Background: an optimization exercise with open tools, aiming at small area and a short achievable clock period. Do not read the settings as production practice.
In this exercise RTL edits were held to simulation tests only and were not proved equivalent to the original.

Setup of R:
==> flow/design.v <==
module arb_bank (
    input  wire        clk,
    input  wire        rst,           
    input  wire [18:0] req_valid,
    input  wire [75:0] req_len,       
    input  wire [5:0]  req_lnk_rt,    
    output wire [18:0] req_ready,
    input  wire        cfg_we,
    input  wire [4:0]  cfg_addr,      
    input  wire [15:0] cfg_wdata,
    output reg         gnt_valid,
    output reg  [4:0]  gnt_id,
    output reg  [4:0]  owner,         
    output reg  [3:0]  rt_run,
    output reg  [15:0] floor_cnt,
    output reg  [15:0] lfsr
);
    localparam N = 19;
    function can_rt;
        input integer id;
        can_rt = (id >= 6 && id <= 15);
    endfunction
    function can_be;
        input integer id;
        can_be = !(id >= 6 && id <= 9);
    endfunction
    function [7:0] ticket_reset;
        input integer id;
        begin
            if (id <= 3)       ticket_reset = 8'd32;
            else if (id <= 5)  ticket_reset = 8'd64;
            else if (id <= 17) ticket_reset = 8'd16;
            else               ticket_reset = 8'd32;
        end
    endfunction
    wire [N-1:0] prt;         
    wire [N-1:0] pbe;         
    wire [N-1:0] pend = prt | pbe;
    wire [N-1:0] take = req_valid & ~pend;
    wire [N-1:0] gsel;        
    wire         decide;
    wire [N-1:0] grant = gsel & {N{decide}};
    assign req_ready = ~pend;
    reg  [3:0] plen [0:N-1];
    wire [7:0] tk   [0:N-1];
    genvar gi, gj;
    generate
        for (gi = 0; gi < N; gi = gi + 1) begin : slot
            always @(posedge clk)
                if (take[gi]) plen[gi] <= req_len[4*gi +: 4];
            if (can_rt(gi)) begin : rt
                reg p;
                wire cls = (gi >= 10) ? req_lnk_rt[(gi >= 10) ? gi-10 : 0] : 1'b1;
                always @(posedge clk)
                    if (rst) p <= 1'b0;
                    else if (take[gi]) p <= cls;
                    else if (grant[gi]) p <= 1'b0;
                assign prt[gi] = p;
            end else begin : nrt
                assign prt[gi] = 1'b0;
            end
            if (can_be(gi)) begin : be
                reg p;
                wire cls = (gi >= 10 && gi <= 15) ? ~req_lnk_rt[(gi >= 10 && gi <= 15) ? gi-10 : 0] : 1'b1;
                reg [7:0] t;
                always @(posedge clk)
                    if (rst) p <= 1'b0;
                    else if (take[gi]) p <= cls;
                    else if (grant[gi]) p <= 1'b0;
                always @(posedge clk)
                    if (rst || (cfg_we && cfg_addr == gi))
                        t <= rst ? ticket_reset(gi) : cfg_wdata[7:0];
                assign pbe[gi] = p;
                assign tk[gi] = t;
            end else begin : nbe
                assign pbe[gi] = 1'b0;
                assign tk[gi] = 8'd0;
            end
        end
    endgenerate
    wire [N*N-1:0] ordm;     
    generate
        for (gi = 0; gi < N; gi = gi + 1) begin : row
            for (gj = 0; gj < N; gj = gj + 1) begin : col
                if (gi < gj && ((can_rt(gi) && can_rt(gj)) || (can_be(gi) && can_be(gj)))) begin : o
                    reg b;
                    always @(posedge clk)
                        if (take[gj]) b <= 1'b1;
                        else if (take[gi]) b <= 1'b0;
                    assign ordm[gi*N+gj] = b;
                end else if (gi > gj && ((can_rt(gi) && can_rt(gj)) || (can_be(gi) && can_be(gj)))) begin : tr
                    assign ordm[gi*N+gj] = ~row[gj].col[gi].o.b;
                end else begin : n
                    assign ordm[gi*N+gj] = 1'b1;
                end
            end
        end
    endgenerate
    wire rt_any = |prt;
    wire be_any = |pbe;
    reg [15:0] lfsr_next;
    reg        fb;
    integer i;
    always @* begin
        lfsr_next = lfsr;
        for (i = 0; i < 16; i = i + 1) begin
            fb = lfsr_next[15] ^ lfsr_next[13] ^ lfsr_next[12] ^ lfsr_next[10];
            lfsr_next = {lfsr_next[14:0], fb};
        end
    end
    function [11:0] rca;
        input [11:0] a, b;
        integer k;
        reg c;
        begin
            c = 1'b0;
            for (k = 0; k < 12; k = k + 1) begin
                rca[k] = a[k] ^ b[k] ^ c;
                c = (a[k] & b[k]) | (c & (a[k] ^ b[k]));
            end
        end
    endfunction
    function gtr;
        input [11:0] a, b;
        integer k;
        reg c;
        begin
            c = 1'b0;
            for (k = 0; k < 12; k = k + 1)
                c = (a[k] & ~b[k]) | (c & (a[k] | ~b[k]));
            gtr = c;
        end
    endfunction
    wire [11:0] m [0:14];
    generate
        for (gi = 0; gi < 15; gi = gi + 1) begin : msk
            localparam integer ID = (gi < 6) ? gi : gi + 4;
            assign m[gi] = pbe[ID] ? {4'd0, tk[ID]} : 12'd0;
        end
    endgenerate
    wire [11:0] s01   = rca(m[0], m[1]);
    wire [11:0] s23   = rca(m[2], m[3]);
    wire [11:0] s45   = rca(m[4], m[5]);
    wire [11:0] s67   = rca(m[6], m[7]);
    wire [11:0] s89   = rca(m[8], m[9]);
    wire [11:0] s1011 = rca(m[10], m[11]);
    wire [11:0] s1213 = rca(m[12], m[13]);
    wire [11:0] s0_3  = rca(s01, s23);
    wire [11:0] s4_7  = rca(s45, s67);
    wire [11:0] s8_11 = rca(s89, s1011);
    wire [11:0] s12_14 = rca(s1213, m[14]);
    wire [11:0] s0_7  = rca(s0_3, s4_7);
    wire [11:0] s8_14 = rca(s8_11, s12_14);
    wire [11:0] tsum  = rca(s0_7, s8_14);
    wire [11:0] P [0:14];
    assign P[0]  = m[0];
    assign P[1]  = s01;
    assign P[2]  = rca(s01, m[2]);
    assign P[3]  = s0_3;
    assign P[4]  = rca(s0_3, m[4]);
    assign P[5]  = rca(s0_3, s45);
    assign P[6]  = rca(P[5], m[6]);
    assign P[7]  = s0_7;
    assign P[8]  = rca(s0_7, m[8]);
    assign P[9]  = rca(s0_7, s89);
    assign P[10] = rca(P[9], m[10]);
    assign P[11] = rca(s0_7, s8_11);
    assign P[12] = rca(P[11], m[12]);
    assign P[13] = rca(P[11], s1213);
    assign P[14] = tsum;
    wire [17:0] ms1 = {2'b00, lfsr_next};
    wire [17:0] ms2 = {1'b0, lfsr_next, 1'b0};
    wire [17:0] ms3;
    reg         mc;
    integer     k;
    reg  [17:0] ms3_r;
    always @* begin
        mc = 1'b0;
        for (k = 0; k < 18; k = k + 1) begin
            ms3_r[k] = ms1[k] ^ ms2[k] ^ mc;
            mc = (ms1[k] & ms2[k]) | (mc & (ms1[k] ^ ms2[k]));
        end
    end
    assign ms3 = ms3_r;
    wire [27:0] pp [0:5];
    generate
        for (gi = 0; gi < 6; gi = gi + 1) begin : ppr
            wire [1:0] d = tsum[2*gi +: 2];
            wire [17:0] row = ({18{d == 2'd1}} & ms1) | ({18{d == 2'd2}} & ms2) |
                              ({18{d == 2'd3}} & ms3);
            assign pp[gi] = {10'd0, row} << (2*gi);
        end
    endgenerate
    function [27:0] csa_s;
        input [27:0] x, y, z;
        csa_s = x ^ y ^ z;
    endfunction
    function [27:0] csa_c;
        input [27:0] x, y, z;
        csa_c = ((x & y) | (x & z) | (y & z)) << 1;
    endfunction
    wire [27:0] ca1 = csa_s(pp[0], pp[1], pp[2]), cb1 = csa_c(pp[0], pp[1], pp[2]);
    wire [27:0] ca2 = csa_s(pp[3], pp[4], pp[5]), cb2 = csa_c(pp[3], pp[4], pp[5]);
    wire [27:0] ca3 = csa_s(ca1, cb1, ca2),       cb3 = csa_c(ca1, cb1, ca2);
    wire [27:0] ca4 = csa_s(ca3, cb3, cb2),       cb4 = csa_c(ca3, cb3, cb2);
    wire [27:0] prod = ca4 + cb4;
    wire [11:0] r = prod[27:16];
    wire [14:0] gt;
    wire [N-1:0] lot;
    generate
        for (gi = 0; gi < 15; gi = gi + 1) begin : lt
            localparam integer ID = (gi < 6) ? gi : gi + 4;
            assign gt[gi] = gtr(P[gi], r);
            if (gi == 0) begin : f
                assign lot[ID] = gt[gi];
            end else begin : n
                assign lot[ID] = gt[gi] & ~gt[gi-1];
            end
        end
        for (gi = 6; gi < 10; gi = gi + 1) begin : lz
            assign lot[gi] = 1'b0;
        end
    endgenerate
    wire boundary = (beats_left == 4'd0);    
    reg [3:0] beats_left;
    assign decide = boundary && (rt_any || be_any);
    wire pick_rt  = rt_any && (!be_any || rt_run != 4'd15);
    wire tzero    = (tsum == 12'd0);
    wire         use_old = pick_rt | tzero;
    wire [N-1:0] cand = pick_rt ? prt : pbe;
    wire [N-1:0] osel;
    generate
        for (gi = 0; gi < N; gi = gi + 1) begin : old
            assign osel[gi] = cand[gi] & &(ordm[gi*N +: N] | ~cand);
        end
    endgenerate
    assign gsel = use_old ? osel : lot;
    reg [4:0] win_old, win_lot;
    reg [3:0] len_old, len_lot;
    always @* begin
        win_old = 5'd0; win_lot = 5'd0;
        len_old = 4'd0; len_lot = 4'd0;
        for (i = 0; i < N; i = i + 1) begin
            if (osel[i]) begin
                win_old = win_old | i[4:0];
                len_old = len_old | plen[i];
            end
            if (lot[i]) begin
                win_lot = win_lot | i[4:0];
                len_lot = len_lot | plen[i];
            end
        end
    end
    wire [4:0] win  = use_old ? win_old : win_lot;
    wire [3:0] wlen = use_old ? len_old : len_lot;
    always @(posedge clk) begin
        if (rst) begin
            beats_left <= 4'd0;
            gnt_valid  <= 1'b0;
            gnt_id     <= 5'd0;
            owner      <= 5'd31;
            rt_run     <= 4'd0;
            floor_cnt  <= 16'd0;
            lfsr       <= 16'hACE1;
        end else begin
            gnt_valid <= decide;
            if (decide) begin
                beats_left <= wlen;
                gnt_id     <= win;
                owner      <= win;
                if (pick_rt) begin
                    rt_run <= be_any ? rt_run + 4'd1 : 4'd0;
                end else begin
                    rt_run <= 4'd0;
                    lfsr   <= lfsr_next;
                    if (rt_any && floor_cnt != 16'hFFFF)
                        floor_cnt <= floor_cnt + 16'd1;
                end
            end else if (boundary) begin
                owner <= 5'd31;
            end else begin
                beats_left <= beats_left - 4'd1;
            end
            if (cfg_we) begin
                if (cfg_addr == 5'd31) begin
                    if (cfg_wdata != 16'd0)
                        lfsr <= cfg_wdata;
                end else if (cfg_addr == 5'd30) begin
                    floor_cnt <= cfg_wdata;
                end
            end
        end
    end
endmodule
==> flow/config.mk <==
export PLATFORM = sky130hd
export DESIGN_NAME = arb_bank
export DESIGN_NICKNAME = arb_bank
export VERILOG_FILES = /design/flow/design.v
export SDC_FILE = /design/flow/constraint.sdc
export NUM_CORES = 4
export LEC_CHECK = 0
export ABC_AREA = 1
export CAP_MARGIN = 40
export CORE_MARGIN = 2
export CORE_UTILIZATION = 40
export CTS_BUF_LIST = sky130_fd_sc_hd__clkbuf_8
export CTS_CLUSTER_DIAMETER = 45
export CTS_CLUSTER_SIZE = 14
export SLEW_MARGIN = 40
==> flow/constraint.sdc <==
create_clock -name core_clock -period 62.0 [get_ports {clk}]
set_input_delay 12.4000 -clock core_clock [delete_from_list [all_inputs] [get_ports {clk}]]
set_output_delay 12.4000 -clock core_clock [all_outputs]
set_load 0.01 [all_outputs]
standard.sh (not shown) runs the stock make flow with config.mk's settings and CLKGATE_MAP_FILE= SYNTH_SCRIPT=/design/flow/synth_recipe.tcl, a recipe that flattens the netlist after the stock synthesis.
==> flow/flow/run.sh <==
#!/bin/bash
set -euo pipefail
bash standard.sh SETUP_SLACK_MARGIN=48 BUFFER_PORTS_ARGS='-buffer_cell sky130_fd_sc_hd__buf_1' finish > layout_make.log 2>&1
Here is what was changed in the inputs of Q compared with R.
-- flow/design.v --
<<< R, line 95
                end
            end
        end
    endgenerate
>>> Q, line 95
                end
            end
        end
    endgenerate
    wire [N-1:0] ort, obe;    
    generate
        for (gi = 0; gi < N; gi = gi + 1) begin : old
            assign ort[gi] = prt[gi] & &(ordm[gi*N +: N] | ~prt);
            assign obe[gi] = pbe[gi] & &(ordm[gi*N +: N] | ~pbe);
        end
    endgenerate
<<< R, line 228
    wire tzero    = (tsum == 12'd0);
    wire         use_old = pick_rt | tzero;
    wire [N-1:0] cand = pick_rt ? prt : pbe;
    wire [N-1:0] osel;
    generate
        for (gi = 0; gi < N; gi = gi + 1) begin : old
            assign osel[gi] = cand[gi] & &(ordm[gi*N +: N] | ~cand);
        end
    endgenerate
    assign gsel = use_old ? osel : lot;
    reg [4:0] win_old, win_lot;
>>> Q, line 235
    wire tzero    = (tsum == 12'd0);
    wire         use_old = pick_rt | tzero;
    wire [N-1:0] osel    = pick_rt ? ort : obe;
    assign gsel = use_old ? osel : lot;
    reg [4:0] win_old, win_lot;
## What came out
- Comparing R and Q, the lower final setup skew is on Q.
- Area added between synthesis and finish in Q is 2.2 points lower than in R
- Max synthesized area across R and Q: Q
- Comparing R and Q, global routing met1 resource utilization is lower on Q.
- Relative to R, the per-instance average area after synthesis measured on Q has decreased slightly.
- Compared with R, Q shows a core utilization that is 0.98 points lower.
- Of R and Q, the lower final antenna diode count belongs to R.
- Compare R and Q | non-clock buffer count lower: Q
- Die area went up slightly going from R to Q.
- Summary of Q over R: core footprint now larger, synthesized-area fraction occupied by adder cells now smaller, post-route cell area now smaller.
- On post-route worst setup slack, Q tracks R almost exactly.

-- afterwards: timing with drivers on the ports --
In the flow no input, the clock included, has a driving cell. The finished layouts below were timed again as built, in two steps. Step 1 assumes that a clkbuf_16 drives the clock port and a buf_2 every other input. Step 2, shift: input delay + t, output delay - t, t = (earliest + latest rising clock arrival at the registers) / 2. This alone moves slack from input paths to output paths. Slacks: ideal / step 1 / step 2; pairs: ideal / step 1.
| run | shift t [ns] | setup WS [ns] | worst setup path at the end | clock arrival spread, ns |
|---|---|---|---|---|
| R | 0.781 | 48.029 / 47.967 / 47.324 | input to register | 0.107 / 0.107 |
| Q | 0.693 | 48.030 / 47.973 / 47.410 | input to register | 0.050 / 0.050 |
After both steps every run listed still meets setup and hold. The setup slack of R, which loses most, moves by -0.062 ns with the drivers and by -0.705 ns with both steps.
